What follows belongs to an exercise in optimizing a design on an open flow for small area, a short achievable clock period and few clock cycles; a production flow would make more cautious choices. Only simulation tests tie the RTL to the original design; equivalence was not proved.

==> flow/design.v (outline; a module is shown in full before it is edited, if it fits) <==
// module xq_pathvel: 5727 lines
module xq_pathvel (
    input  wire        clk,
    input  wire        rst,
    input  wire        in_valid,
    output wire        in_ready,
    input  wire [31:0] in_tau_up,
    input  wire [31:0] in_tau_down,
    input  wire [31:0] in_zero_off,
    input  wire [31:0] in_k,
    input  wire [31:0] in_len,
    output reg         out_valid,
    output reg         out_ok,
    output reg  [31:0] out_vel,
    output reg  [31:0] out_sos
);
  // ...
==> flow/flow/run.sh <==
#!/bin/bash
# The standard layout (the standard.sh: ORFS on the design's clock period and
# constraints), with the timing repair asked to leave more setup slack than the default, so
# that the resizer also works on paths well inside the 20 ns period.
set -euo pipefail
bash standard.sh SETUP_SLACK_MARGIN=14.4 finish > flow_make.log 2>&1
==> flow/standard.sh <==
#!/bin/bash
# synth_recipe.tcl (not shown) runs the flow's synth.tcl, then flattens the netlist and writes it again
# the make line also repeats each setting of config.mk as NAME=value (left out here)
make -C /OpenROAD-flow-scripts/flow DESIGN_CONFIG=/design/flow/config.mk WORK_HOME=/design/flow/orfs CLKGATE_MAP_FILE= SYNTH_SCRIPT=/design/flow/synth_recipe.tcl "${@:-finish}"
==> flow/config.mk <==
export PLATFORM = sky130hd
export DESIGN_NAME = xq_pathvel
export DESIGN_NICKNAME = xq_pathvel
export VERILOG_FILES = /design/flow/design.v
export SDC_FILE = /design/flow/constraint.sdc
export NUM_CORES = 4
export LEC_CHECK = 0
export CAP_MARGIN = 20
export CORE_MARGIN = 2
export CORE_UTILIZATION = 55
export CTS_CLUSTER_DIAMETER = 60
export CTS_CLUSTER_SIZE = 50
export PLACE_DENSITY = 0.65
export SLEW_MARGIN = 20
==> flow/constraint.sdc <==
create_clock -name core_clock -period 20.0 [get_ports {clk}]
set_input_delay 4.0000 -clock core_clock [delete_from_list [all_inputs] [get_ports {clk}]]
set_output_delay 4.0000 -clock core_clock [all_outputs]
set_load 0.01 [all_outputs]
==> results.toml, run 1 <==
[status]
status = "no timing/DRC/antenna violations"

[placement]
dp_cells = 49100
io_buffers = 229
place.gp.congestion = 0.964

[floorplanning]
fp.dieH_um = 843
coreArea_mm2 = 0.703
std_cell_rows = 308

[critical_path]
worst_path_max_delay_cell = "dfxtp_1"
startpoint = "out_sos[29]"
end_kind = "output port"
r2r_end = "s3_x[63]"
required_ns = 16.00

[yosys]
synth_area_leaders = "dfxtp_1 30%, fa_1 20%, inv_1 7.2%"
ys_ff_latch = 5826
ys_types = 113
synth_mux_area_frac = 0.0506
synth_top_area_cell = "dfxtp_1"
synth.top_cell.area_share = 0.301
synth_area_mm2 = 0.387
async_flop_share = 0
synth_xor_area_frac = 0.0602

[worst_hold_path]
hold-path-endpoint = "s6_spc"
hp-start = "s5_spc"

[cts]
clock_sinks = 5826
clk_latency_ns = 1.16
h-tree-depth = 5
cts_setup_buffers = 103
cts_tree = "yes"

[layout]
nonClkBufAreaFrac = 0.0253
multi_input_area_mm2 = 0.235
final_cell_mix = "7424 x inv_1, 5580 x dfxtp_1, 3880 x fa_1"
syn2layout_area_growth_pct = 8.74
diodes = 92

[timing]
max_slew_margin = 0.0881
tns_ns = 0

[grt]
busiest_layer = "met2"
use_met2 = 0.561
grt_pass1_wl_um = 1890000

[drt]
wl_um = 1280000
drtIter0Drc = 27200
vias = 292000
Testbench counts, summed over its fixed seeds: cycles 1,736.
==> run 2: changes to the inputs <==
--- a/flow/design.v
+++ b/flow/design.v
@@ -4424,17 +4424,17 @@
     wire v1_d_n2 = ~v1_d_gm;
     wire [64:0] v1_rs = {6'b0, s3_x[66:8]};
     wire [64:0] v1_ys = {v1_rs[62:0], s3_x[7], s3_x[6]};
     wire [64:0] v1_yc = 65'd0;
     wire v1_p2 = v1_d_p2;
     wire v1_p1 = v1_d_p1;
     wire v1_n1 = v1_d_n1;
     wire v1_n2 = v1_d_n2;
-    wire [64:0] v1_a = ({65{v1_p2}} & ~E4) | ({65{v1_p1}} & ~D4) | ({65{v1_n1}} & D4) | ({65{v1_n2}} & E4);
+    wire [64:0] v1_a = (({65{v1_p2 | v1_n2}} & E4) | ({65{v1_p1 | v1_n1}} & D4)) ^ {65{v1_p2 | v1_p1}};
     wire [64:0] v1_ns = v1_ys ^ v1_yc ^ v1_a;
     wire [64:0] v1_mj = (v1_ys & v1_yc) | (v1_a & (v1_ys ^ v1_yc));
     wire [64:0] v1_nc = {v1_mj[63:0], v1_p2 | v1_p1};
     wire [64:0] v2_srs = v1_ns;
     wire [64:0] v2_src = v1_nc;
     wire [6:0] v2_e = v2_srs[62:56] + v2_src[62:56];
     wire v2_d_g2 = $signed(v2_e) >= $signed(m2_4);
     wire v2_d_g1 = $signed(v2_e) >= $signed(m1_4);
@@ -4456,17 +4456,17 @@
     wire c1_d_n2 = ~c1_d_gm;
     wire [64:0] c1_rs = {6'b0, s3_y[70:12]};
     wire [64:0] c1_ys = {c1_rs[62:0], s3_y[11], s3_y[10]};
     wire [64:0] c1_yc = 65'd0;
     wire c1_p2 = c1_d_p2;
     wire c1_p1 = c1_d_p1;
     wire c1_n1 = c1_d_n1;
     wire c1_n2 = c1_d_n2;
-    wire [64:0] c1_a = ({65{c1_p2}} & ~E4) | ({65{c1_p1}} & ~D4) | ({65{c1_n1}} & D4) | ({65{c1_n2}} & E4);
+    wire [64:0] c1_a = (({65{c1_p2 | c1_n2}} & E4) | ({65{c1_p1 | c1_n1}} & D4)) ^ {65{c1_p2 | c1_p1}};
     wire [64:0] c1_ns = c1_ys ^ c1_yc ^ c1_a;
     wire [64:0] c1_mj = (c1_ys & c1_yc) | (c1_a & (c1_ys ^ c1_yc));
     wire [64:0] c1_nc = {c1_mj[63:0], c1_p2 | c1_p1};
     wire [64:0] c2_srs = c1_ns;
     wire [64:0] c2_src = c1_nc;
     wire [6:0] c2_e = c2_srs[62:56] + c2_src[62:56];
     wire c2_d_g2 = $signed(c2_e) >= $signed(m2_4);
     wire c2_d_g1 = $signed(c2_e) >= $signed(m1_4);
@@ -4522,17 +4522,17 @@
     wire [64:0] v2_rs = s4_vrs;
     wire [64:0] v2_ys = {v2_rs[62:0], s4_vz[5], s4_vz[4]};
     wire [64:0] v2_rc = s4_vrc;
     wire [64:0] v2_yc = {v2_rc[62:0], 2'b00};
     wire v2_p2 = s4_vq[3];
     wire v2_p1 = s4_vq[2];
     wire v2_n1 = s4_vq[1];
     wire v2_n2 = s4_vq[0];
-    wire [64:0] v2_a = ({65{v2_p2}} & ~E5) | ({65{v2_p1}} & ~D5) | ({65{v2_n1}} & D5) | ({65{v2_n2}} & E5);
+    wire [64:0] v2_a = (({65{v2_p2 | v2_n2}} & E5) | ({65{v2_p1 | v2_n1}} & D5)) ^ {65{v2_p2 | v2_p1}};
     wire [64:0] v2_ns = v2_ys ^ v2_yc ^ v2_a;
     wire [64:0] v2_mj = (v2_ys & v2_yc) | (v2_a & (v2_ys ^ v2_yc));
     wire [64:0] v2_nc = {v2_mj[63:0], v2_p2 | v2_p1};
     wire [64:0] v3_srs = v2_ns;
     wire [64:0] v3_src = v2_nc;
     wire [6:0] v3_e = v3_srs[62:56] + v3_src[62:56];
     wire v3_d_g2 = $signed(v3_e) >= $signed(m2_5);
     wire v3_d_g1 = $signed(v3_e) >= $signed(m1_5);
@@ -4545,29 +4545,29 @@
     wire [64:0] v3_rs = v2_ns;
     wire [64:0] v3_ys = {v3_rs[62:0], s4_vz[3], s4_vz[2]};
     wire [64:0] v3_rc = v2_nc;
     wire [64:0] v3_yc = {v3_rc[62:0], 2'b00};
     wire v3_p2 = v3_d_p2;
     wire v3_p1 = v3_d_p1;
     wire v3_n1 = v3_d_n1;
     wire v3_n2 = v3_d_n2;
-    wire [64:0] v3_a = ({65{v3_p2}} & ~E5) | ({65{v3_p1}} & ~D5) | ({65{v3_n1}} & D5) | ({65{v3_n2}} & E5);
+    wire [64:0] v3_a = (({65{v3_p2 | v3_n2}} & E5) | ({65{v3_p1 | v3_n1}} & D5)) ^ {65{v3_p2 | v3_p1}};
     wire [64:0] v3_ns = v3_ys ^ v3_yc ^ v3_a;
     wire [64:0] v3_mj = (v3_ys & v3_yc) | (v3_a & (v3_ys ^ v3_yc));
     wire [64:0] v3_nc = {v3_mj[63:0], v3_p2 | v3_p1};
     wire [64:0] c2_rs = s4_crs;
     wire [64:0] c2_ys = {c2_rs[62:0], s4_cz[9], s4_cz[8]};
     wire [64:0] c2_rc = s4_crc;
     wire [64:0] c2_yc = {c2_rc[62:0], 2'b00};
     wire c2_p2 = s4_cq[3];
     wire c2_p1 = s4_cq[2];
     wire c2_n1 = s4_cq[1];
     wire c2_n2 = s4_cq[0];
-    wire [64:0] c2_a = ({65{c2_p2}} & ~E5) | ({65{c2_p1}} & ~D5) | ({65{c2_n1}} & D5) | ({65{c2_n2}} & E5);
+    wire [64:0] c2_a = (({65{c2_p2 | c2_n2}} & E5) | ({65{c2_p1 | c2_n1}} & D5)) ^ {65{c2_p2 | c2_p1}};
     wire [64:0] c2_ns = c2_ys ^ c2_yc ^ c2_a;
     wire [64:0] c2_mj = (c2_ys & c2_yc) | (c2_a & (c2_ys ^ c2_yc));
     wire [64:0] c2_nc = {c2_mj[63:0], c2_p2 | c2_p1};
     wire [64:0] c3_srs = c2_ns;
     wire [64:0] c3_src = c2_nc;
     wire [6:0] c3_e = c3_srs[62:56] + c3_src[62:56];
     wire c3_d_g2 = $signed(c3_e) >= $signed(m2_5);
     wire c3_d_g1 = $signed(c3_e) >= $signed(m1_5);
@@ -4580,17 +4580,17 @@
     wire [64:0] c3_rs = c2_ns;
     wire [64:0] c3_ys = {c3_rs[62:0], s4_cz[7], s4_cz[6]};
     wire [64:0] c3_rc = c2_nc;
     wire [64:0] c3_yc = {c3_rc[62:0], 2'b00};
     wire c3_p2 = c3_d_p2;
     wire c3_p1 = c3_d_p1;
     wire c3_n1 = c3_d_n1;
     wire c3_n2 = c3_d_n2;
-    wire [64:0] c3_a = ({65{c3_p2}} & ~E5) | ({65{c3_p1}} & ~D5) | ({65{c3_n1}} & D5) | ({65{c3_n2}} & E5);
+    wire [64:0] c3_a = (({65{c3_p2 | c3_n2}} & E5) | ({65{c3_p1 | c3_n1}} & D5)) ^ {65{c3_p2 | c3_p1}};
     wire [64:0] c3_ns = c3_ys ^ c3_yc ^ c3_a;
     wire [64:0] c3_mj = (c3_ys & c3_yc) | (c3_a & (c3_ys ^ c3_yc));
     wire [64:0] c3_nc = {c3_mj[63:0], c3_p2 | c3_p1};
     reg        s5_ok, s5_neg, s5_spv, s5_spc;
     reg [60:0] s5_d;
     reg [64:0] s5_vrs, s5_vrc;
     reg [8:0] s5_vqd;    
     reg [1:0] s5_vz;
@@ -4642,17 +4642,17 @@
     wire [64:0] v4_rs = s5_vrs;
     wire [64:0] v4_ys = {v4_rs[62:0], s5_vz[1], s5_vz[0]};
     wire [64:0] v4_rc = s5_vrc;
     wire [64:0] v4_yc = {v4_rc[62:0], 2'b00};
     wire v4_p2 = v4_d_p2;
     wire v4_p1 = v4_d_p1;
     wire v4_n1 = v4_d_n1;
     wire v4_n2 = v4_d_n2;
-    wire [64:0] v4_a = ({65{v4_p2}} & ~E6) | ({65{v4_p1}} & ~D6) | ({65{v4_n1}} & D6) | ({65{v4_n2}} & E6);
+    wire [64:0] v4_a = (({65{v4_p2 | v4_n2}} & E6) | ({65{v4_p1 | v4_n1}} & D6)) ^ {65{v4_p2 | v4_p1}};
     wire [64:0] v4_ns = v4_ys ^ v4_yc ^ v4_a;
     wire [64:0] v4_mj = (v4_ys & v4_yc) | (v4_a & (v4_ys ^ v4_yc));
     wire [64:0] v4_nc = {v4_mj[63:0], v4_p2 | v4_p1};
     wire [64:0] v5_srs = v4_ns;
     wire [64:0] v5_src = v4_nc;
     wire [6:0] v5_e = v5_srs[62:56] + v5_src[62:56];
     wire v5_d_g2 = $signed(v5_e) >= $signed(m2_6);
     wire v5_d_g1 = $signed(v5_e) >= $signed(m1_6);
@@ -4676,17 +4676,17 @@
     wire [64:0] c4_rs = s5_crs;
     wire [64:0] c4_ys = {c4_rs[62:0], s5_cz[5], s5_cz[4]};
     wire [64:0] c4_rc = s5_crc;
     wire [64:0] c4_yc = {c4_rc[62:0], 2'b00};
     wire c4_p2 = c4_d_p2;
     wire c4_p1 = c4_d_p1;
     wire c4_n1 = c4_d_n1;
     wire c4_n2 = c4_d_n2;
-    wire [64:0] c4_a = ({65{c4_p2}} & ~E6) | ({65{c4_p1}} & ~D6) | ({65{c4_n1}} & D6) | ({65{c4_n2}} & E6);
+    wire [64:0] c4_a = (({65{c4_p2 | c4_n2}} & E6) | ({65{c4_p1 | c4_n1}} & D6)) ^ {65{c4_p2 | c4_p1}};
     wire [64:0] c4_ns = c4_ys ^ c4_yc ^ c4_a;
     wire [64:0] c4_mj = (c4_ys & c4_yc) | (c4_a & (c4_ys ^ c4_yc));
     wire [64:0] c4_nc = {c4_mj[63:0], c4_p2 | c4_p1};
     wire [64:0] c5_srs = c4_ns;
     wire [64:0] c5_src = c4_nc;
     wire [6:0] c5_e = c5_srs[62:56] + c5_src[62:56];
     wire c5_d_g2 = $signed(c5_e) >= $signed(m2_6);
     wire c5_d_g1 = $signed(c5_e) >= $signed(m1_6);
@@ -4740,17 +4740,17 @@
     wire [64:0] v5_rs = s6_vrs;
     wire [64:0] v5_ys = {v5_rs[62:0], 1'b0, 1'b0};
     wire [64:0] v5_rc = s6_vrc;
     wire [64:0] v5_yc = {v5_rc[62:0], 2'b00};
     wire v5_p2 = s6_vq[3];
     wire v5_p1 = s6_vq[2];
     wire v5_n1 = s6_vq[1];
     wire v5_n2 = s6_vq[0];
-    wire [64:0] v5_a = ({65{v5_p2}} & ~E7) | ({65{v5_p1}} & ~D7) | ({65{v5_n1}} & D7) | ({65{v5_n2}} & E7);
+    wire [64:0] v5_a = (({65{v5_p2 | v5_n2}} & E7) | ({65{v5_p1 | v5_n1}} & D7)) ^ {65{v5_p2 | v5_p1}};
     wire [64:0] v5_ns = v5_ys ^ v5_yc ^ v5_a;
     wire [64:0] v5_mj = (v5_ys & v5_yc) | (v5_a & (v5_ys ^ v5_yc));
     wire [64:0] v5_nc = {v5_mj[63:0], v5_p2 | v5_p1};
     wire [64:0] v6_srs = v5_ns;
     wire [64:0] v6_src = v5_nc;
     wire [6:0] v6_e = v6_srs[62:56] + v6_src[62:56];
     wire v6_d_g2 = $signed(v6_e) >= $signed(m2_7);
     wire v6_d_g1 = $signed(v6_e) >= $signed(m1_7);
@@ -4763,29 +4763,29 @@
     wire [64:0] v6_rs = v5_ns;
     wire [64:0] v6_ys = {v6_rs[62:0], 1'b0, 1'b0};
     wire [64:0] v6_rc = v5_nc;
     wire [64:0] v6_yc = {v6_rc[62:0], 2'b00};
     wire v6_p2 = v6_d_p2;
     wire v6_p1 = v6_d_p1;
     wire v6_n1 = v6_d_n1;
     wire v6_n2 = v6_d_n2;
-    wire [64:0] v6_a = ({65{v6_p2}} & ~E7) | ({65{v6_p1}} & ~D7) | ({65{v6_n1}} & D7) | ({65{v6_n2}} & E7);
+    wire [64:0] v6_a = (({65{v6_p2 | v6_n2}} & E7) | ({65{v6_p1 | v6_n1}} & D7)) ^ {65{v6_p2 | v6_p1}};
     wire [64:0] v6_ns = v6_ys ^ v6_yc ^ v6_a;
     wire [64:0] v6_mj = (v6_ys & v6_yc) | (v6_a & (v6_ys ^ v6_yc));
     wire [64:0] v6_nc = {v6_mj[63:0], v6_p2 | v6_p1};
     wire [64:0] c5_rs = s6_crs;
     wire [64:0] c5_ys = {c5_rs[62:0], s6_cz[3], s6_cz[2]};
     wire [64:0] c5_rc = s6_crc;
     wire [64:0] c5_yc = {c5_rc[62:0], 2'b00};
     wire c5_p2 = s6_cq[3];
     wire c5_p1 = s6_cq[2];
     wire c5_n1 = s6_cq[1];
     wire c5_n2 = s6_cq[0];
-    wire [64:0] c5_a = ({65{c5_p2}} & ~E7) | ({65{c5_p1}} & ~D7) | ({65{c5_n1}} & D7) | ({65{c5_n2}} & E7);
+    wire [64:0] c5_a = (({65{c5_p2 | c5_n2}} & E7) | ({65{c5_p1 | c5_n1}} & D7)) ^ {65{c5_p2 | c5_p1}};
     wire [64:0] c5_ns = c5_ys ^ c5_yc ^ c5_a;
     wire [64:0] c5_mj = (c5_ys & c5_yc) | (c5_a & (c5_ys ^ c5_yc));
     wire [64:0] c5_nc = {c5_mj[63:0], c5_p2 | c5_p1};
     wire [64:0] c6_srs = c5_ns;
     wire [64:0] c6_src = c5_nc;
     wire [6:0] c6_e = c6_srs[62:56] + c6_src[62:56];
     wire c6_d_g2 = $signed(c6_e) >= $signed(m2_7);
     wire c6_d_g1 = $signed(c6_e) >= $signed(m1_7);
@@ -4798,17 +4798,17 @@
     wire [64:0] c6_rs = c5_ns;
     wire [64:0] c6_ys = {c6_rs[62:0], s6_cz[1], s6_cz[0]};
     wire [64:0] c6_rc = c5_nc;
     wire [64:0] c6_yc = {c6_rc[62:0], 2'b00};
     wire c6_p2 = c6_d_p2;
     wire c6_p1 = c6_d_p1;
     wire c6_n1 = c6_d_n1;
     wire c6_n2 = c6_d_n2;
-    wire [64:0] c6_a = ({65{c6_p2}} & ~E7) | ({65{c6_p1}} & ~D7) | ({65{c6_n1}} & D7) | ({65{c6_n2}} & E7);
+    wire [64:0] c6_a = (({65{c6_p2 | c6_n2}} & E7) | ({65{c6_p1 | c6_n1}} & D7)) ^ {65{c6_p2 | c6_p1}};
     wire [64:0] c6_ns = c6_ys ^ c6_yc ^ c6_a;
     wire [64:0] c6_mj = (c6_ys & c6_yc) | (c6_a & (c6_ys ^ c6_yc));
     wire [64:0] c6_nc = {c6_mj[63:0], c6_p2 | c6_p1};
     reg        s7_ok, s7_neg, s7_spv, s7_spc;
     reg [60:0] s7_d;
     reg [64:0] s7_vrs, s7_vrc;
     reg [17:0] s7_vqd;    
     reg [64:0] s7_crs, s7_crc;
@@ -4856,17 +4856,17 @@
     wire [64:0] v7_rs = s7_vrs;
     wire [64:0] v7_ys = {v7_rs[62:0], 1'b0, 1'b0};
     wire [64:0] v7_rc = s7_vrc;
     wire [64:0] v7_yc = {v7_rc[62:0], 2'b00};
     wire v7_p2 = v7_d_p2;
     wire v7_p1 = v7_d_p1;
     wire v7_n1 = v7_d_n1;
     wire v7_n2 = v7_d_n2;
-    wire [64:0] v7_a = ({65{v7_p2}} & ~E8) | ({65{v7_p1}} & ~D8) | ({65{v7_n1}} & D8) | ({65{v7_n2}} & E8);
+    wire [64:0] v7_a = (({65{v7_p2 | v7_n2}} & E8) | ({65{v7_p1 | v7_n1}} & D8)) ^ {65{v7_p2 | v7_p1}};
     wire [64:0] v7_ns = v7_ys ^ v7_yc ^ v7_a;
     wire [64:0] v7_mj = (v7_ys & v7_yc) | (v7_a & (v7_ys ^ v7_yc));
     wire [64:0] v7_nc = {v7_mj[63:0], v7_p2 | v7_p1};
     wire [64:0] v8_srs = v7_ns;
     wire [64:0] v8_src = v7_nc;
     wire [6:0] v8_e = v8_srs[62:56] + v8_src[62:56];
     wire v8_d_g2 = $signed(v8_e) >= $signed(m2_8);
     wire v8_d_g1 = $signed(v8_e) >= $signed(m1_8);
@@ -4890,17 +4890,17 @@
     wire [64:0] c7_rs = s7_crs;
     wire [64:0] c7_ys = {c7_rs[62:0], 1'b0, 1'b0};
     wire [64:0] c7_rc = s7_crc;
     wire [64:0] c7_yc = {c7_rc[62:0], 2'b00};
     wire c7_p2 = c7_d_p2;
     wire c7_p1 = c7_d_p1;
     wire c7_n1 = c7_d_n1;
     wire c7_n2 = c7_d_n2;
-    wire [64:0] c7_a = ({65{c7_p2}} & ~E8) | ({65{c7_p1}} & ~D8) | ({65{c7_n1}} & D8) | ({65{c7_n2}} & E8);
+    wire [64:0] c7_a = (({65{c7_p2 | c7_n2}} & E8) | ({65{c7_p1 | c7_n1}} & D8)) ^ {65{c7_p2 | c7_p1}};
     wire [64:0] c7_ns = c7_ys ^ c7_yc ^ c7_a;
     wire [64:0] c7_mj = (c7_ys & c7_yc) | (c7_a & (c7_ys ^ c7_yc));
     wire [64:0] c7_nc = {c7_mj[63:0], c7_p2 | c7_p1};
     wire [64:0] c8_srs = c7_ns;
     wire [64:0] c8_src = c7_nc;
     wire [6:0] c8_e = c8_srs[62:56] + c8_src[62:56];
     wire c8_d_g2 = $signed(c8_e) >= $signed(m2_8);
     wire c8_d_g1 = $signed(c8_e) >= $signed(m1_8);
@@ -4952,17 +4952,17 @@
     wire [64:0] v8_rs = s8_vrs;
     wire [64:0] v8_ys = {v8_rs[62:0], 1'b0, 1'b0};
     wire [64:0] v8_rc = s8_vrc;
     wire [64:0] v8_yc = {v8_rc[62:0], 2'b00};
     wire v8_p2 = s8_vq[3];
     wire v8_p1 = s8_vq[2];
     wire v8_n1 = s8_vq[1];
     wire v8_n2 = s8_vq[0];
-    wire [64:0] v8_a = ({65{v8_p2}} & ~E9) | ({65{v8_p1}} & ~D9) | ({65{v8_n1}} & D9) | ({65{v8_n2}} & E9);
+    wire [64:0] v8_a = (({65{v8_p2 | v8_n2}} & E9) | ({65{v8_p1 | v8_n1}} & D9)) ^ {65{v8_p2 | v8_p1}};
     wire [64:0] v8_ns = v8_ys ^ v8_yc ^ v8_a;
     wire [64:0] v8_mj = (v8_ys & v8_yc) | (v8_a & (v8_ys ^ v8_yc));
     wire [64:0] v8_nc = {v8_mj[63:0], v8_p2 | v8_p1};
     wire [64:0] v9_srs = v8_ns;
     wire [64:0] v9_src = v8_nc;
     wire [6:0] v9_e = v9_srs[62:56] + v9_src[62:56];
     wire v9_d_g2 = $signed(v9_e) >= $signed(m2_9);
     wire v9_d_g1 = $signed(v9_e) >= $signed(m1_9);
@@ -4975,29 +4975,29 @@
     wire [64:0] v9_rs = v8_ns;
     wire [64:0] v9_ys = {v9_rs[62:0], 1'b0, 1'b0};
     wire [64:0] v9_rc = v8_nc;
     wire [64:0] v9_yc = {v9_rc[62:0], 2'b00};
     wire v9_p2 = v9_d_p2;
     wire v9_p1 = v9_d_p1;
     wire v9_n1 = v9_d_n1;
     wire v9_n2 = v9_d_n2;
-    wire [64:0] v9_a = ({65{v9_p2}} & ~E9) | ({65{v9_p1}} & ~D9) | ({65{v9_n1}} & D9) | ({65{v9_n2}} & E9);
+    wire [64:0] v9_a = (({65{v9_p2 | v9_n2}} & E9) | ({65{v9_p1 | v9_n1}} & D9)) ^ {65{v9_p2 | v9_p1}};
     wire [64:0] v9_ns = v9_ys ^ v9_yc ^ v9_a;
     wire [64:0] v9_mj = (v9_ys & v9_yc) | (v9_a & (v9_ys ^ v9_yc));
     wire [64:0] v9_nc = {v9_mj[63:0], v9_p2 | v9_p1};
     wire [64:0] c8_rs = s8_crs;
     wire [64:0] c8_ys = {c8_rs[62:0], 1'b0, 1'b0};
     wire [64:0] c8_rc = s8_crc;
     wire [64:0] c8_yc = {c8_rc[62:0], 2'b00};
     wire c8_p2 = s8_cq[3];
     wire c8_p1 = s8_cq[2];
     wire c8_n1 = s8_cq[1];
     wire c8_n2 = s8_cq[0];
-    wire [64:0] c8_a = ({65{c8_p2}} & ~E9) | ({65{c8_p1}} & ~D9) | ({65{c8_n1}} & D9) | ({65{c8_n2}} & E9);
+    wire [64:0] c8_a = (({65{c8_p2 | c8_n2}} & E9) | ({65{c8_p1 | c8_n1}} & D9)) ^ {65{c8_p2 | c8_p1}};
     wire [64:0] c8_ns = c8_ys ^ c8_yc ^ c8_a;
     wire [64:0] c8_mj = (c8_ys & c8_yc) | (c8_a & (c8_ys ^ c8_yc));
     wire [64:0] c8_nc = {c8_mj[63:0], c8_p2 | c8_p1};
     wire [64:0] c9_srs = c8_ns;
     wire [64:0] c9_src = c8_nc;
     wire [6:0] c9_e = c9_srs[62:56] + c9_src[62:56];
     wire c9_d_g2 = $signed(c9_e) >= $signed(m2_9);
     wire c9_d_g1 = $signed(c9_e) >= $signed(m1_9);
@@ -5010,17 +5010,17 @@
     wire [64:0] c9_rs = c8_ns;
     wire [64:0] c9_ys = {c9_rs[62:0], 1'b0, 1'b0};
     wire [64:0] c9_rc = c8_nc;
     wire [64:0] c9_yc = {c9_rc[62:0], 2'b00};
     wire c9_p2 = c9_d_p2;
     wire c9_p1 = c9_d_p1;
     wire c9_n1 = c9_d_n1;
     wire c9_n2 = c9_d_n2;
-    wire [64:0] c9_a = ({65{c9_p2}} & ~E9) | ({65{c9_p1}} & ~D9) | ({65{c9_n1}} & D9) | ({65{c9_n2}} & E9);
+    wire [64:0] c9_a = (({65{c9_p2 | c9_n2}} & E9) | ({65{c9_p1 | c9_n1}} & D9)) ^ {65{c9_p2 | c9_p1}};
     wire [64:0] c9_ns = c9_ys ^ c9_yc ^ c9_a;
     wire [64:0] c9_mj = (c9_ys & c9_yc) | (c9_a & (c9_ys ^ c9_yc));
     wire [64:0] c9_nc = {c9_mj[63:0], c9_p2 | c9_p1};
     reg        s9_ok, s9_neg, s9_spv, s9_spc;
     reg [60:0] s9_d;
     reg [64:0] s9_vrs, s9_vrc;
     reg [26:0] s9_vqd;    
     reg [64:0] s9_crs, s9_crc;
@@ -5068,17 +5068,17 @@
     wire [64:0] v10_rs = s9_vrs;
     wire [64:0] v10_ys = {v10_rs[62:0], 1'b0, 1'b0};
     wire [64:0] v10_rc = s9_vrc;
     wire [64:0] v10_yc = {v10_rc[62:0], 2'b00};
     wire v10_p2 = v10_d_p2;
     wire v10_p1 = v10_d_p1;
     wire v10_n1 = v10_d_n1;
     wire v10_n2 = v10_d_n2;
-    wire [64:0] v10_a = ({65{v10_p2}} & ~E10) | ({65{v10_p1}} & ~D10) | ({65{v10_n1}} & D10) | ({65{v10_n2}} & E10);
+    wire [64:0] v10_a = (({65{v10_p2 | v10_n2}} & E10) | ({65{v10_p1 | v10_n1}} & D10)) ^ {65{v10_p2 | v10_p1}};
     wire [64:0] v10_ns = v10_ys ^ v10_yc ^ v10_a;
     wire [64:0] v10_mj = (v10_ys & v10_yc) | (v10_a & (v10_ys ^ v10_yc));
     wire [64:0] v10_nc = {v10_mj[63:0], v10_p2 | v10_p1};
     wire [64:0] v11_srs = v10_ns;
     wire [64:0] v11_src = v10_nc;
     wire [6:0] v11_e = v11_srs[62:56] + v11_src[62:56];
     wire v11_d_g2 = $signed(v11_e) >= $signed(m2_10);
     wire v11_d_g1 = $signed(v11_e) >= $signed(m1_10);
@@ -5102,17 +5102,17 @@
     wire [64:0] c10_rs = s9_crs;
     wire [64:0] c10_ys = {c10_rs[62:0], 1'b0, 1'b0};
     wire [64:0] c10_rc = s9_crc;
     wire [64:0] c10_yc = {c10_rc[62:0], 2'b00};
     wire c10_p2 = c10_d_p2;
     wire c10_p1 = c10_d_p1;
     wire c10_n1 = c10_d_n1;
     wire c10_n2 = c10_d_n2;
-    wire [64:0] c10_a = ({65{c10_p2}} & ~E10) | ({65{c10_p1}} & ~D10) | ({65{c10_n1}} & D10) | ({65{c10_n2}} & E10);
+    wire [64:0] c10_a = (({65{c10_p2 | c10_n2}} & E10) | ({65{c10_p1 | c10_n1}} & D10)) ^ {65{c10_p2 | c10_p1}};
     wire [64:0] c10_ns = c10_ys ^ c10_yc ^ c10_a;
     wire [64:0] c10_mj = (c10_ys & c10_yc) | (c10_a & (c10_ys ^ c10_yc));
     wire [64:0] c10_nc = {c10_mj[63:0], c10_p2 | c10_p1};
     wire [64:0] c11_srs = c10_ns;
     wire [64:0] c11_src = c10_nc;
     wire [6:0] c11_e = c11_srs[62:56] + c11_src[62:56];
     wire c11_d_g2 = $signed(c11_e) >= $signed(m2_10);
     wire c11_d_g1 = $signed(c11_e) >= $signed(m1_10);
@@ -5164,17 +5164,17 @@
     wire [64:0] v11_rs = s10_vrs;
     wire [64:0] v11_ys = {v11_rs[62:0], 1'b0, 1'b0};
     wire [64:0] v11_rc = s10_vrc;
     wire [64:0] v11_yc = {v11_rc[62:0], 2'b00};
     wire v11_p2 = s10_vq[3];
     wire v11_p1 = s10_vq[2];
     wire v11_n1 = s10_vq[1];
     wire v11_n2 = s10_vq[0];
-    wire [64:0] v11_a = ({65{v11_p2}} & ~E11) | ({65{v11_p1}} & ~D11) | ({65{v11_n1}} & D11) | ({65{v11_n2}} & E11);
+    wire [64:0] v11_a = (({65{v11_p2 | v11_n2}} & E11) | ({65{v11_p1 | v11_n1}} & D11)) ^ {65{v11_p2 | v11_p1}};
     wire [64:0] v11_ns = v11_ys ^ v11_yc ^ v11_a;
     wire [64:0] v11_mj = (v11_ys & v11_yc) | (v11_a & (v11_ys ^ v11_yc));
     wire [64:0] v11_nc = {v11_mj[63:0], v11_p2 | v11_p1};
     wire [64:0] v12_srs = v11_ns;
     wire [64:0] v12_src = v11_nc;
     wire [6:0] v12_e = v12_srs[62:56] + v12_src[62:56];
     wire v12_d_g2 = $signed(v12_e) >= $signed(m2_11);
     wire v12_d_g1 = $signed(v12_e) >= $signed(m1_11);
@@ -5187,29 +5187,29 @@
     wire [64:0] v12_rs = v11_ns;
     wire [64:0] v12_ys = {v12_rs[62:0], 1'b0, 1'b0};
     wire [64:0] v12_rc = v11_nc;
     wire [64:0] v12_yc = {v12_rc[62:0], 2'b00};
     wire v12_p2 = v12_d_p2;
     wire v12_p1 = v12_d_p1;
     wire v12_n1 = v12_d_n1;
     wire v12_n2 = v12_d_n2;
-    wire [64:0] v12_a = ({65{v12_p2}} & ~E11) | ({65{v12_p1}} & ~D11) | ({65{v12_n1}} & D11) | ({65{v12_n2}} & E11);
+    wire [64:0] v12_a = (({65{v12_p2 | v12_n2}} & E11) | ({65{v12_p1 | v12_n1}} & D11)) ^ {65{v12_p2 | v12_p1}};
     wire [64:0] v12_ns = v12_ys ^ v12_yc ^ v12_a;
     wire [64:0] v12_mj = (v12_ys & v12_yc) | (v12_a & (v12_ys ^ v12_yc));
     wire [64:0] v12_nc = {v12_mj[63:0], v12_p2 | v12_p1};
     wire [64:0] c11_rs = s10_crs;
     wire [64:0] c11_ys = {c11_rs[62:0], 1'b0, 1'b0};
     wire [64:0] c11_rc = s10_crc;
     wire [64:0] c11_yc = {c11_rc[62:0], 2'b00};
     wire c11_p2 = s10_cq[3];
     wire c11_p1 = s10_cq[2];
     wire c11_n1 = s10_cq[1];
     wire c11_n2 = s10_cq[0];
-    wire [64:0] c11_a = ({65{c11_p2}} & ~E11) | ({65{c11_p1}} & ~D11) | ({65{c11_n1}} & D11) | ({65{c11_n2}} & E11);
+    wire [64:0] c11_a = (({65{c11_p2 | c11_n2}} & E11) | ({65{c11_p1 | c11_n1}} & D11)) ^ {65{c11_p2 | c11_p1}};
     wire [64:0] c11_ns = c11_ys ^ c11_yc ^ c11_a;
     wire [64:0] c11_mj = (c11_ys & c11_yc) | (c11_a & (c11_ys ^ c11_yc));
     wire [64:0] c11_nc = {c11_mj[63:0], c11_p2 | c11_p1};
     wire [64:0] c12_srs = c11_ns;
     wire [64:0] c12_src = c11_nc;
     wire [6:0] c12_e = c12_srs[62:56] + c12_src[62:56];
     wire c12_d_g2 = $signed(c12_e) >= $signed(m2_11);
     wire c12_d_g1 = $signed(c12_e) >= $signed(m1_11);
@@ -5222,17 +5222,17 @@
     wire [64:0] c12_rs = c11_ns;
     wire [64:0] c12_ys = {c12_rs[62:0], 1'b0, 1'b0};
     wire [64:0] c12_rc = c11_nc;
     wire [64:0] c12_yc = {c12_rc[62:0], 2'b00};
     wire c12_p2 = c12_d_p2;
     wire c12_p1 = c12_d_p1;
     wire c12_n1 = c12_d_n1;
     wire c12_n2 = c12_d_n2;
-    wire [64:0] c12_a = ({65{c12_p2}} & ~E11) | ({65{c12_p1}} & ~D11) | ({65{c12_n1}} & D11) | ({65{c12_n2}} & E11);
+    wire [64:0] c12_a = (({65{c12_p2 | c12_n2}} & E11) | ({65{c12_p1 | c12_n1}} & D11)) ^ {65{c12_p2 | c12_p1}};
     wire [64:0] c12_ns = c12_ys ^ c12_yc ^ c12_a;
     wire [64:0] c12_mj = (c12_ys & c12_yc) | (c12_a & (c12_ys ^ c12_yc));
     wire [64:0] c12_nc = {c12_mj[63:0], c12_p2 | c12_p1};
     reg        s11_ok, s11_neg, s11_spv, s11_spc;
     reg [60:0] s11_d;
     reg [64:0] s11_vrs, s11_vrc;
     reg [35:0] s11_vqd;    
     reg [64:0] s11_crs, s11_crc;
@@ -5280,17 +5280,17 @@
     wire [64:0] v13_rs = s11_vrs;
     wire [64:0] v13_ys = {v13_rs[62:0], 1'b0, 1'b0};
     wire [64:0] v13_rc = s11_vrc;
     wire [64:0] v13_yc = {v13_rc[62:0], 2'b00};
     wire v13_p2 = v13_d_p2;
     wire v13_p1 = v13_d_p1;
     wire v13_n1 = v13_d_n1;
     wire v13_n2 = v13_d_n2;
-    wire [64:0] v13_a = ({65{v13_p2}} & ~E12) | ({65{v13_p1}} & ~D12) | ({65{v13_n1}} & D12) | ({65{v13_n2}} & E12);
+    wire [64:0] v13_a = (({65{v13_p2 | v13_n2}} & E12) | ({65{v13_p1 | v13_n1}} & D12)) ^ {65{v13_p2 | v13_p1}};
     wire [64:0] v13_ns = v13_ys ^ v13_yc ^ v13_a;
     wire [64:0] v13_mj = (v13_ys & v13_yc) | (v13_a & (v13_ys ^ v13_yc));
     wire [64:0] v13_nc = {v13_mj[63:0], v13_p2 | v13_p1};
     wire [64:0] v14_srs = v13_ns;
     wire [64:0] v14_src = v13_nc;
     wire [6:0] v14_e = v14_srs[62:56] + v14_src[62:56];
     wire v14_d_g2 = $signed(v14_e) >= $signed(m2_12);
     wire v14_d_g1 = $signed(v14_e) >= $signed(m1_12);
@@ -5314,17 +5314,17 @@
     wire [64:0] c13_rs = s11_crs;
     wire [64:0] c13_ys = {c13_rs[62:0], 1'b0, 1'b0};
     wire [64:0] c13_rc = s11_crc;
     wire [64:0] c13_yc = {c13_rc[62:0], 2'b00};
     wire c13_p2 = c13_d_p2;
     wire c13_p1 = c13_d_p1;
     wire c13_n1 = c13_d_n1;
     wire c13_n2 = c13_d_n2;
-    wire [64:0] c13_a = ({65{c13_p2}} & ~E12) | ({65{c13_p1}} & ~D12) | ({65{c13_n1}} & D12) | ({65{c13_n2}} & E12);
+    wire [64:0] c13_a = (({65{c13_p2 | c13_n2}} & E12) | ({65{c13_p1 | c13_n1}} & D12)) ^ {65{c13_p2 | c13_p1}};
     wire [64:0] c13_ns = c13_ys ^ c13_yc ^ c13_a;
     wire [64:0] c13_mj = (c13_ys & c13_yc) | (c13_a & (c13_ys ^ c13_yc));
     wire [64:0] c13_nc = {c13_mj[63:0], c13_p2 | c13_p1};
     wire [64:0] c14_srs = c13_ns;
     wire [64:0] c14_src = c13_nc;
     wire [6:0] c14_e = c14_srs[62:56] + c14_src[62:56];
     wire c14_d_g2 = $signed(c14_e) >= $signed(m2_12);
     wire c14_d_g1 = $signed(c14_e) >= $signed(m1_12);
@@ -5376,17 +5376,17 @@
     wire [64:0] v14_rs = s12_vrs;
     wire [64:0] v14_ys = {v14_rs[62:0], 1'b0, 1'b0};
     wire [64:0] v14_rc = s12_vrc;
     wire [64:0] v14_yc = {v14_rc[62:0], 2'b00};
     wire v14_p2 = s12_vq[3];
     wire v14_p1 = s12_vq[2];
     wire v14_n1 = s12_vq[1];
     wire v14_n2 = s12_vq[0];
-    wire [64:0] v14_a = ({65{v14_p2}} & ~E13) | ({65{v14_p1}} & ~D13) | ({65{v14_n1}} & D13) | ({65{v14_n2}} & E13);
+    wire [64:0] v14_a = (({65{v14_p2 | v14_n2}} & E13) | ({65{v14_p1 | v14_n1}} & D13)) ^ {65{v14_p2 | v14_p1}};
     wire [64:0] v14_ns = v14_ys ^ v14_yc ^ v14_a;
     wire [64:0] v14_mj = (v14_ys & v14_yc) | (v14_a & (v14_ys ^ v14_yc));
     wire [64:0] v14_nc = {v14_mj[63:0], v14_p2 | v14_p1};
     wire [64:0] v15_srs = v14_ns;
     wire [64:0] v15_src = v14_nc;
     wire [6:0] v15_e = v15_srs[62:56] + v15_src[62:56];
     wire v15_d_g2 = $signed(v15_e) >= $signed(m2_13);
     wire v15_d_g1 = $signed(v15_e) >= $signed(m1_13);
@@ -5399,29 +5399,29 @@
     wire [64:0] v15_rs = v14_ns;
     wire [64:0] v15_ys = {v15_rs[62:0], 1'b0, 1'b0};
     wire [64:0] v15_rc = v14_nc;
     wire [64:0] v15_yc = {v15_rc[62:0], 2'b00};
     wire v15_p2 = v15_d_p2;
     wire v15_p1 = v15_d_p1;
     wire v15_n1 = v15_d_n1;
     wire v15_n2 = v15_d_n2;
-    wire [64:0] v15_a = ({65{v15_p2}} & ~E13) | ({65{v15_p1}} & ~D13) | ({65{v15_n1}} & D13) | ({65{v15_n2}} & E13);
+    wire [64:0] v15_a = (({65{v15_p2 | v15_n2}} & E13) | ({65{v15_p1 | v15_n1}} & D13)) ^ {65{v15_p2 | v15_p1}};
     wire [64:0] v15_ns = v15_ys ^ v15_yc ^ v15_a;
     wire [64:0] v15_mj = (v15_ys & v15_yc) | (v15_a & (v15_ys ^ v15_yc));
     wire [64:0] v15_nc = {v15_mj[63:0], v15_p2 | v15_p1};
     wire [64:0] c14_rs = s12_crs;
     wire [64:0] c14_ys = {c14_rs[62:0], 1'b0, 1'b0};
     wire [64:0] c14_rc = s12_crc;
     wire [64:0] c14_yc = {c14_rc[62:0], 2'b00};
     wire c14_p2 = s12_cq[3];
     wire c14_p1 = s12_cq[2];
     wire c14_n1 = s12_cq[1];
     wire c14_n2 = s12_cq[0];
-    wire [64:0] c14_a = ({65{c14_p2}} & ~E13) | ({65{c14_p1}} & ~D13) | ({65{c14_n1}} & D13) | ({65{c14_n2}} & E13);
+    wire [64:0] c14_a = (({65{c14_p2 | c14_n2}} & E13) | ({65{c14_p1 | c14_n1}} & D13)) ^ {65{c14_p2 | c14_p1}};
     wire [64:0] c14_ns = c14_ys ^ c14_yc ^ c14_a;
     wire [64:0] c14_mj = (c14_ys & c14_yc) | (c14_a & (c14_ys ^ c14_yc));
     wire [64:0] c14_nc = {c14_mj[63:0], c14_p2 | c14_p1};
     wire [64:0] c15_srs = c14_ns;
     wire [64:0] c15_src = c14_nc;
     wire [6:0] c15_e = c15_srs[62:56] + c15_src[62:56];
     wire c15_d_g2 = $signed(c15_e) >= $signed(m2_13);
     wire c15_d_g1 = $signed(c15_e) >= $signed(m1_13);
@@ -5434,17 +5434,17 @@
     wire [64:0] c15_rs = c14_ns;
     wire [64:0] c15_ys = {c15_rs[62:0], 1'b0, 1'b0};
     wire [64:0] c15_rc = c14_nc;
     wire [64:0] c15_yc = {c15_rc[62:0], 2'b00};
     wire c15_p2 = c15_d_p2;
     wire c15_p1 = c15_d_p1;
     wire c15_n1 = c15_d_n1;
     wire c15_n2 = c15_d_n2;
-    wire [64:0] c15_a = ({65{c15_p2}} & ~E13) | ({65{c15_p1}} & ~D13) | ({65{c15_n1}} & D13) | ({65{c15_n2}} & E13);
+    wire [64:0] c15_a = (({65{c15_p2 | c15_n2}} & E13) | ({65{c15_p1 | c15_n1}} & D13)) ^ {65{c15_p2 | c15_p1}};
     wire [64:0] c15_ns = c15_ys ^ c15_yc ^ c15_a;
     wire [64:0] c15_mj = (c15_ys & c15_yc) | (c15_a & (c15_ys ^ c15_yc));
     wire [64:0] c15_nc = {c15_mj[63:0], c15_p2 | c15_p1};
     reg        s13_ok, s13_neg, s13_spv, s13_spc;
     reg [60:0] s13_d;
     reg [64:0] s13_vrs, s13_vrc;
     reg [44:0] s13_vqd;    
     reg [64:0] s13_crs, s13_crc;
@@ -5492,17 +5492,17 @@
     wire [64:0] v16_rs = s13_vrs;
     wire [64:0] v16_ys = {v16_rs[62:0], 1'b0, 1'b0};
     wire [64:0] v16_rc = s13_vrc;
     wire [64:0] v16_yc = {v16_rc[62:0], 2'b00};
     wire v16_p2 = v16_d_p2;
     wire v16_p1 = v16_d_p1;
     wire v16_n1 = v16_d_n1;
     wire v16_n2 = v16_d_n2;
-    wire [64:0] v16_a = ({65{v16_p2}} & ~E14) | ({65{v16_p1}} & ~D14) | ({65{v16_n1}} & D14) | ({65{v16_n2}} & E14);
+    wire [64:0] v16_a = (({65{v16_p2 | v16_n2}} & E14) | ({65{v16_p1 | v16_n1}} & D14)) ^ {65{v16_p2 | v16_p1}};
     wire [64:0] v16_ns = v16_ys ^ v16_yc ^ v16_a;
     wire [64:0] v16_mj = (v16_ys & v16_yc) | (v16_a & (v16_ys ^ v16_yc));
     wire [64:0] v16_nc = {v16_mj[63:0], v16_p2 | v16_p1};
     wire [64:0] v17_srs = v16_ns;
     wire [64:0] v17_src = v16_nc;
     wire [6:0] v17_e = v17_srs[62:56] + v17_src[62:56];
     wire v17_d_g2 = $signed(v17_e) >= $signed(m2_14);
     wire v17_d_g1 = $signed(v17_e) >= $signed(m1_14);
@@ -5526,17 +5526,17 @@
     wire [64:0] c16_rs = s13_crs;
     wire [64:0] c16_ys = {c16_rs[62:0], 1'b0, 1'b0};
     wire [64:0] c16_rc = s13_crc;
     wire [64:0] c16_yc = {c16_rc[62:0], 2'b00};
     wire c16_p2 = c16_d_p2;
     wire c16_p1 = c16_d_p1;
     wire c16_n1 = c16_d_n1;
     wire c16_n2 = c16_d_n2;
-    wire [64:0] c16_a = ({65{c16_p2}} & ~E14) | ({65{c16_p1}} & ~D14) | ({65{c16_n1}} & D14) | ({65{c16_n2}} & E14);
+    wire [64:0] c16_a = (({65{c16_p2 | c16_n2}} & E14) | ({65{c16_p1 | c16_n1}} & D14)) ^ {65{c16_p2 | c16_p1}};
     wire [64:0] c16_ns = c16_ys ^ c16_yc ^ c16_a;
     wire [64:0] c16_mj = (c16_ys & c16_yc) | (c16_a & (c16_ys ^ c16_yc));
     wire [64:0] c16_nc = {c16_mj[63:0], c16_p2 | c16_p1};
     wire [64:0] c17_srs = c16_ns;
     wire [64:0] c17_src = c16_nc;
     wire [6:0] c17_e = c17_srs[62:56] + c17_src[62:56];
     wire c17_d_g2 = $signed(c17_e) >= $signed(m2_14);
     wire c17_d_g1 = $signed(c17_e) >= $signed(m1_14);
@@ -5588,17 +5588,17 @@
     wire [64:0] v17_rs = s14_vrs;
     wire [64:0] v17_ys = {v17_rs[62:0], 1'b0, 1'b0};
     wire [64:0] v17_rc = s14_vrc;
     wire [64:0] v17_yc = {v17_rc[62:0], 2'b00};
     wire v17_p2 = s14_vq[3];
     wire v17_p1 = s14_vq[2];
     wire v17_n1 = s14_vq[1];
     wire v17_n2 = s14_vq[0];
-    wire [64:0] v17_a = ({65{v17_p2}} & ~E15) | ({65{v17_p1}} & ~D15) | ({65{v17_n1}} & D15) | ({65{v17_n2}} & E15);
+    wire [64:0] v17_a = (({65{v17_p2 | v17_n2}} & E15) | ({65{v17_p1 | v17_n1}} & D15)) ^ {65{v17_p2 | v17_p1}};
     wire [64:0] v17_ns = v17_ys ^ v17_yc ^ v17_a;
     wire [64:0] v17_mj = (v17_ys & v17_yc) | (v17_a & (v17_ys ^ v17_yc));
     wire [64:0] v17_nc = {v17_mj[63:0], v17_p2 | v17_p1};
     wire [64:0] v18_srs = v17_ns;
     wire [64:0] v18_src = v17_nc;
     wire [6:0] v18_e = v18_srs[62:56] + v18_src[62:56];
     wire v18_d_g2 = $signed(v18_e) >= $signed(m2_15);
     wire v18_d_g1 = $signed(v18_e) >= $signed(m1_15);
@@ -5611,29 +5611,29 @@
     wire [64:0] v18_rs = v17_ns;
     wire [64:0] v18_ys = {v18_rs[62:0], 1'b0, 1'b0};
     wire [64:0] v18_rc = v17_nc;
     wire [64:0] v18_yc = {v18_rc[62:0], 2'b00};
     wire v18_p2 = v18_d_p2;
     wire v18_p1 = v18_d_p1;
     wire v18_n1 = v18_d_n1;
     wire v18_n2 = v18_d_n2;
-    wire [64:0] v18_a = ({65{v18_p2}} & ~E15) | ({65{v18_p1}} & ~D15) | ({65{v18_n1}} & D15) | ({65{v18_n2}} & E15);
+    wire [64:0] v18_a = (({65{v18_p2 | v18_n2}} & E15) | ({65{v18_p1 | v18_n1}} & D15)) ^ {65{v18_p2 | v18_p1}};
     wire [64:0] v18_ns = v18_ys ^ v18_yc ^ v18_a;
     wire [64:0] v18_mj = (v18_ys & v18_yc) | (v18_a & (v18_ys ^ v18_yc));
     wire [64:0] v18_nc = {v18_mj[63:0], v18_p2 | v18_p1};
     wire [64:0] c17_rs = s14_crs;
     wire [64:0] c17_ys = {c17_rs[62:0], 1'b0, 1'b0};
     wire [64:0] c17_rc = s14_crc;
     wire [64:0] c17_yc = {c17_rc[62:0], 2'b00};
     wire c17_p2 = s14_cq[3];
     wire c17_p1 = s14_cq[2];
     wire c17_n1 = s14_cq[1];
     wire c17_n2 = s14_cq[0];
-    wire [64:0] c17_a = ({65{c17_p2}} & ~E15) | ({65{c17_p1}} & ~D15) | ({65{c17_n1}} & D15) | ({65{c17_n2}} & E15);
+    wire [64:0] c17_a = (({65{c17_p2 | c17_n2}} & E15) | ({65{c17_p1 | c17_n1}} & D15)) ^ {65{c17_p2 | c17_p1}};
     wire [64:0] c17_ns = c17_ys ^ c17_yc ^ c17_a;
     wire [64:0] c17_mj = (c17_ys & c17_yc) | (c17_a & (c17_ys ^ c17_yc));
     wire [64:0] c17_nc = {c17_mj[63:0], c17_p2 | c17_p1};
     wire [64:0] c18_srs = c17_ns;
     wire [64:0] c18_src = c17_nc;
     wire [6:0] c18_e = c18_srs[62:56] + c18_src[62:56];
     wire c18_d_g2 = $signed(c18_e) >= $signed(m2_15);
     wire c18_d_g1 = $signed(c18_e) >= $signed(m1_15);
@@ -5646,17 +5646,17 @@
     wire [64:0] c18_rs = c17_ns;
     wire [64:0] c18_ys = {c18_rs[62:0], 1'b0, 1'b0};
     wire [64:0] c18_rc = c17_nc;
     wire [64:0] c18_yc = {c18_rc[62:0], 2'b00};
     wire c18_p2 = c18_d_p2;
     wire c18_p1 = c18_d_p1;
     wire c18_n1 = c18_d_n1;
     wire c18_n2 = c18_d_n2;
-    wire [64:0] c18_a = ({65{c18_p2}} & ~E15) | ({65{c18_p1}} & ~D15) | ({65{c18_n1}} & D15) | ({65{c18_n2}} & E15);
+    wire [64:0] c18_a = (({65{c18_p2 | c18_n2}} & E15) | ({65{c18_p1 | c18_n1}} & D15)) ^ {65{c18_p2 | c18_p1}};
     wire [64:0] c18_ns = c18_ys ^ c18_yc ^ c18_a;
     wire [64:0] c18_mj = (c18_ys & c18_yc) | (c18_a & (c18_ys ^ c18_yc));
     wire [64:0] c18_nc = {c18_mj[63:0], c18_p2 | c18_p1};
     reg        s15_ok, s15_neg, s15_spv, s15_spc;
     reg [64:0] s15_vdd;
     reg [64:0] s15_vrs, s15_vrc;
     reg [53:0] s15_vqd;    
     reg [64:0] s15_crs, s15_crc;
==> flow/flow/run.sh (replaced) <==
#!/bin/bash
# The standard layout (the standard.sh: ORFS on the design's clock period and
# constraints), with the timing repair asked to leave more setup slack than the default, so
# that the resizer also works on paths well inside the 20 ns period.
set -euo pipefail
bash standard.sh SETUP_SLACK_MARGIN=14.5 finish > flow_make.log 2>&1
==> flow/config.mk (replaced) <==
export PLATFORM = sky130hd
export DESIGN_NAME = xq_pathvel
export DESIGN_NICKNAME = xq_pathvel
export VERILOG_FILES = /design/flow/design.v
export SDC_FILE = /design/flow/constraint.sdc
export NUM_CORES = 4
export LEC_CHECK = 0
export CAP_MARGIN = 20
export CORE_MARGIN = 2
export CORE_UTILIZATION = 55
export CTS_CLUSTER_SIZE = 30
export PLACE_DENSITY = 0.65
export SLEW_MARGIN = 20
==> run 2 against run 1 <==
Sequential share of layout area shrank 0.15 points; first-iteration DRC count shrank 5.7%; routed wire length grew 0.17%; cell area grew 0.46%; critical path type unchanged; critical endpoint is now out_sos[23].
==> results.toml, run 2 <==
[critical_path]
critPathBufInv = 1
max_stage_delay_ns = 0.37
crit_cells = 1
r2r_start = "s10_vq[2]"
end_kind = "output port"
required_ns = 16.00
startpoint = "out_sos[23]"
crit_chain = "buf_6"
crit_end = "out_sos[23]"
worst_path_max_delay_cell = "dfxtp_4"
r2r_end = "s11_vrs[31]"
start_kind = "flip-flop"
reg2regPathDepth = 23
cp_max_fo = 1
rrSetupSlack_ns = 14.43
path_class = "reg2out"
path_delay_family = "flip-flops"
crit_arrival_ns = 1.67

[drt]
route.detailed.drc = 0
wl_um = 1280000
vias = 276000
avgRoutedWirePerCell_um = 27.0
drtPass1Iterations = 10
vias_per_cell = 5.81
ant_nets = 0
drtIter0Drc = 25600

[timing]
rsz0062_at_grt = "true"
fmax_ghz = 0.176
skew_ns = 0.106
hold_viol_final = 0
max_slew_margin = 0.101
finalCritPeriodShare = 0.284
setup_viol = 0
drv_slew = 0
layout_min_cycle_time_ns = 5.67
tns_ns = 0
worstMarginPinSlew_ns = 1.34

[cts]
cts_buffers = 631
cts_root_buffer = "clkbuf_16"
ctsHoldBuffers = 0
path_clk_slew_ns = 0.07
clk_latency_ns = 1.18
cts_tree = "yes"
clock_sinks = 5826
h-tree-depth = 6
ctsLongestPathBuffers = 4

[yosys]
ys_seq_area_frac = 0.311
synth_flop_cell = "dfxtp_1"
yosysWarnings = 1
synth.top_cell.area_share = 0.311
synth_top_area_cell = "dfxtp_1"
synth_common_cells = "7643 x inv_1, 5826 x dfxtp_1, 3899 x fa_1, 3749 x a22oi_1, 2836 x xnor2_1"
netlist_instances = 38400
ys_types = 111
syn_nets = 44400
yosysMostFrequentCell = "inv_1"
ys_ff_latch = 5826
synth_area_mm2 = 0.375
synth_area_leaders = "dfxtp_1 31%, fa_1 21%, inv_1 7.6%"
synth_edf_count = 0
async_flop_share = 0
synth_area_per_cell_um2 = 9.79

[placement]
hpwl_um = 865000
io_buffers = 229
place.gp.congestion = 0.994

[grt]
grt_pass1_wl_um = 1850000
antenna_found_initial = 57
grt_overflow = 0
grt_pass1_vias = 287000
grt_max_degree = 95
grt_usage = 0.353

[layout]
layout.nets = 43900
syn2layout_area_growth_pct = 12.7
layout_commonest_cell = "inv_1"
reg_top3 = "s2_pa x78, s2_pb x78"
drive_gt1_frac = 0.105
final_cell_mix = "7603 x inv_1, 5621 x dfxtp_1, 3848 x fa_1"

[job]
cap_violations = 0

[floorplanning]
fp.dieH_um = 830
coreArea_mm2 = 0.681
initial_core_util = 0.552
io_pins = 230
std_cell_rows = 303
die_x_um = 830
dieArea_mm2 = 0.689

[status]
status = "no timing/DRC/antenna violations"

[worst_hold_path]
hp-class = "reg2reg"
run 2: changes by cell type in the layout (fill, tap and decap cells not counted), sizes merged, moves of 59 or more:
cell / before / now
a211oi: 929 / 95
a21oi: 2248 / 1206
a22oi: 1923 / 3749
buf: 812 / 1062
bufinv: 18 / 77
clkbuf: 520 / 871
mux2i: 1745 / 332
nand2: 2230 / 1079
nor2: 2796 / 942
o211ai: 197 / 91
o21ai: 1519 / 811
o221a: 68 / 9
xnor2: 1507 / 2836
xor2: 1155 / 1969
run 2: cell type report:
type                    count  area [µm²]
clock inverters           329        4840
diodes                     59         148
well taps                8997       11300
inverters                7671       28900
fillers                 55300      257000
repair buffers           1327       15500
clock buffers             821       17700
repair inverters            4        22.5
flip-flops and latches   5826      117000
multi-input cells       22400      228000
run 2: logic make-up after synthesis:
logic type               after synthesis  share of synthesized area
adder cells (fa/ha/maj)             5912                      0.275
buffers and inverters              10200                      0.103
flip-flops                          5826                      0.311
XOR/XNOR                            4805                      0.112
AO/OA/AOI/OAI                       7193                      0.132
multiplexers                         493                     0.0151
AND/OR/NAND/NOR                     3937                     0.0517
run 2: worst min-delay path by stage:
stage | startpoint | end | cells after the start
2_1_floorplan | s16_ok | out_ok | 0
3_3_place_gp | s7_cqd[5] | s8_cqd[8] | 0
3_5_place_dp | s16_ok | out_ok | 0
4_1_cts | s7_cqd[12] | s8_cqd[15] | 0
5_1_grt | s11_cqd[26] | s12_cqd[29] | 0
6_report | s11_cqd[26] | s12_cqd[29] | 0
run 2: what timing repair did:
| item | 4_1_cts | 5_1_grt |
|---|---|---|
| setup buffers | 250 | 203 |
| gates cloned | 91 | 65 |
| endpoints found under the setup margin | 1882 | 1701 |
| pin swaps | 223 | 495 |
| gates resized for setup | 1306 | 900 |
run 2: layer usage:
layer	routed length (µm)	up-vias	track usage
li1	-	121000	-
met1	473000	136000	0.425
met2	594000	14000	0.580
met3	103000	4304	0.0702
met4	111000	42	0.224
met5	384	-	0.00117
run 2: through the flow:
step	worst slack (ns)	instance area (µm²)	cells	utilization	hold WS, ns
2_1_floorplan	14.51	376000	38400	-	0.310
3_3_place_gp	12.84	384000	45600	0.565	0.310
3_5_place_dp	12.76	384000	45600	0.565	0.312
4_1_cts	14.26	416000	47100	0.611	0.287
5_1_grt	14.25	423000	47400	0.622	0.275
6_report	14.33	423000	47400	0.622	0.275
Testbench counts of run 2, summed over its fixed seeds: cycles 1,736.
==> run 3: changes to the inputs <==
==> flow/flow/run.sh (replaced) <==
#!/bin/bash
# The standard layout (the standard.sh: ORFS on the design's clock period and
# constraints), with the timing repair asked to leave more setup slack than the default, so
# that the resizer also works on paths well inside the 20 ns period.
set -euo pipefail
bash standard.sh SETUP_SLACK_MARGIN=14.4 finish > flow_make.log 2>&1
--- a/flow/config.mk
+++ b/flow/config.mk
@@ -8,6 +8,7 @@
 export CAP_MARGIN = 20
 export CORE_MARGIN = 2
 export CORE_UTILIZATION = 55
-export CTS_CLUSTER_SIZE = 30
+export CTS_CLUSTER_DIAMETER = 60
+export CTS_CLUSTER_SIZE = 50
 export PLACE_DENSITY = 0.65
 export SLEW_MARGIN = 20
==> run 3 against run 2 <==
Still clean; critical path depth grew 22; sequential cell count unchanged; cell count decreased by 0.84%; first-iteration DRC count grew 2.2%; worst setup slack about the same; sequential share of layout area is 0.57 points higher; die area is the same; largest cell class unchanged.
==> results.toml, run 3 <==
[yosys]
synth_common_cells = "7643 x inv_1, 5826 x dfxtp_1, 3899 x fa_1, 3749 x a22oi_1, 2836 x xnor2_1"
ys_types = 111
synth_xor_area_frac = 0.112
synth_compound_area_frac = 0.132
ys_ff_latch = 5826
synthAdderAreaFrac = 0.275
synth_flop_cell = "dfxtp_1"
synth.top_cell.area_share = 0.311
syn_nets = 44400
async_flop_share = 0
yosysWarnings = 1
netlist_instances = 38400
synth_edf_count = 0
synth_area_mm2 = 0.375
synth_area_per_cell_um2 = 9.79
yosysMostFrequentCell = "inv_1"
synth_mux_area_frac = 0.0151
synth_top_area_cell = "dfxtp_1"
synth_area_leaders = "dfxtp_1 31%, fa_1 21%, inv_1 7.6%"
ys_seq_area_frac = 0.311
synthSimpleGateAreaFrac = 0.0517
synth_top_family_by_area = "adder cells"

[drt]
wl_um = 1270000
drtPass1Iterations = 9
vias_per_cell = 5.79
vias = 272000
avgRoutedWirePerCell_um = 27.0
route.detailed.drc = 0
drtIter0Drc = 26200
ant_nets = 0

[grt]
grt_pass1_wl_um = 1840000
grt_max_degree = 90
grt_pass1_vias = 282000
grt_overflow = 0
antenna_found_initial = 61
grt_usage = 0.351

[timing]
fmax_ghz = 0.176
max_slew_margin = 0.103
finalCritPeriodShare = 0.283
drv_slew = 0
layout_min_cycle_time_ns = 5.67
worstMarginPinSlew_ns = 1.34
rsz0062_at_grt = "true"
skew_ns = 0.120
hold_viol_final = 0
setup_viol = 0
tns_ns = 0

[layout]
drive_gt1_frac = 0.0902
reg_top3 = "s2_pa x78, s2_pb x78"
layout.nets = 43600
final_cell_mix = "7600 x inv_1, 5645 x dfxtp_1, 3849 x fa_1"
fin_util = 0.609
layout_commonest_cell = "inv_1"
syn2layout_area_growth_pct = 10.4

[critical_path]
path_class = "reg2reg"
crit_arrival_ns = 6.77
required_ns = 21.10
crit_chain = "ha_4 > inv_2 > fa_1 > inv_2 > ha_4 > a21o_1 > a21o_1 > o41a_1 > a22o_4 > buf_12 > a22oi_2 > xnor2_2 > fa_2 > fa_2 > buf_6 > xor2_4 > ha_1 > nor2b_1 > o21ai_1 > nand2b_1 > a211oi_2 > o41ai_2 > nor2_1"
cp_max_fo = 4
end_kind = "flip-flop"
start_kind = "flip-flop"
max_stage_delay_ns = 0.58
worst_path_max_delay_cell = "fa_1"

[job]
cap_violations = 0

[floorplanning]
dieArea_mm2 = 0.689
die_x_um = 830
initial_core_util = 0.552
fp.dieH_um = 830
io_pins = 230
std_cell_rows = 303
coreArea_mm2 = 0.681

[cts]
ctsLongestPathBuffers = 4
cts_buffers = 448
path_clk_slew_ns = 0.12
h-tree-depth = 5
clk_latency_ns = 1.19
clock_sinks = 5826
cts_root_buffer = "clkbuf_16"
ctsHoldBuffers = 0
cts_tree = "yes"

[placement]
hpwl_um = 872000
io_buffers = 229
place.gp.congestion = 0.976

[worst_hold_path]
hp-class = "reg2reg"

[status]
status = "no timing/DRC/antenna violations"
run 3: kinds of logic after synthesis:
| logic type | Yosys count |
|---|---|
| DFF | 5826 |
| and+or+nand+nor | 3937 |
| AOI/OAI and AO/OA | 7193 |
| buffers and inverters | 10200 |
| adders and majority gates | 5912 |
| xor gates and xnor gates | 4805 |
| muxes | 493 |
run 3: routing by layer:
metal	routed length (µm)	vias up	track usage
li1	-	120000	-
met1	481000	135000	0.432
met2	589000	13200	0.578
met3	99900	3938	0.0661
met4	99900	30	0.202
met5	200	-	0.000138
run 3: final timing paths:
kind,from,endpoint,slack [ns],cells past startpoint
worst min register to register,s11_vqd[33],s12_vqd[36],0.25,0
worst min-delay path,s11_vqd[33],s12_vqd[36],0.25,0
worst max-delay path,c13_rs[56],s12_cq[2],14.33,23
worst max register to register,c13_rs[56],s12_cq[2],14.33,23
run 3: what timing repair did:
item	4_1_cts	5_1_grt
pin swaps	153	380
resized for setup	1081	739
cloned	71	57
endpoints found under the setup margin	1973	1618
buffers inserted	205	202
run 3: area by class of cell:
cell class | instances | area (µm²)
repair inverters | 2 | 12.5
diodes | 47 | 118
inverters | 7671 | 28900
repair buffers | 1231 | 13600
flip-flops and latches | 5826 | 117000
multi-input cells | 22400 | 227000
well taps | 8997 | 11300
clock buffers | 497 | 11700
fillers | 56400 | 266000
clock inverters | 354 | 5510
run 3: metrics by stage:
stage                     instance area, µm²  instances  hold WS (ns)  setup slack, ns
after floorplan                       376000      38400         0.310            14.41
after global routing                  415000      47000         0.243            14.20
after CTS                             408000      46700         0.247            14.30
after global placement                384000      45600         0.310            12.97
after detailed placement              384000      45600         0.312            12.80
final                                 415000      47000         0.254            14.33
run 3: critical path: cells and delay by family, from the launching register on:
kind                       cells  cell delay, ns
AOI/OAI and AO/OA              8            1.94
xor gates and xnor gates       2            0.37
adders and majority gates      6            2.16
buffers and inverters          4            0.40
DFF                            1            0.37
and+or+nand+nor                3            0.32

==> afterwards: timing with drivers on the ports <==
In the flow no input, the clock included, has a driving cell. The finished layouts below were timed again as built, in two steps.
Step 1 (the two cells are an assumption about what drives the block):
set clk [get_ports {clk}]
set_driving_cell -lib_cell sky130_fd_sc_hd__clkbuf_16 $clk
set_driving_cell -lib_cell sky130_fd_sc_hd__buf_2 [delete_from_list [all_inputs] $clk]
Step 2 also shifts input and output timing later by t, the mid clock arrival at the registers, as if the neighbouring blocks saw the same clock.
Slacks: ideal ports / drivers / drivers and shift; pairs: ideal ports / drivers.
| run | t (ns) | setup slack, ns | worst setup path after step 2 | latest minus earliest clock arrival (ns) | slew at the worst register clock pin (ns) |
|---|---|---|---|---|---|
| run 1 | 1.280 | 14.399 / 14.245 / 14.462 | register to register | 0.087 / 0.087 | 0.12 / 0.12 |
| run 2 | 1.256 | 14.330 / 14.192 / 14.429 | register to register | 0.121 / 0.121 | 0.08 / 0.08 |
| run 3 | 1.256 | 14.330 / 14.244 / 14.330 | register to register | 0.159 / 0.160 | 0.12 / 0.12 |
After both steps setup and hold are still met in every run listed.
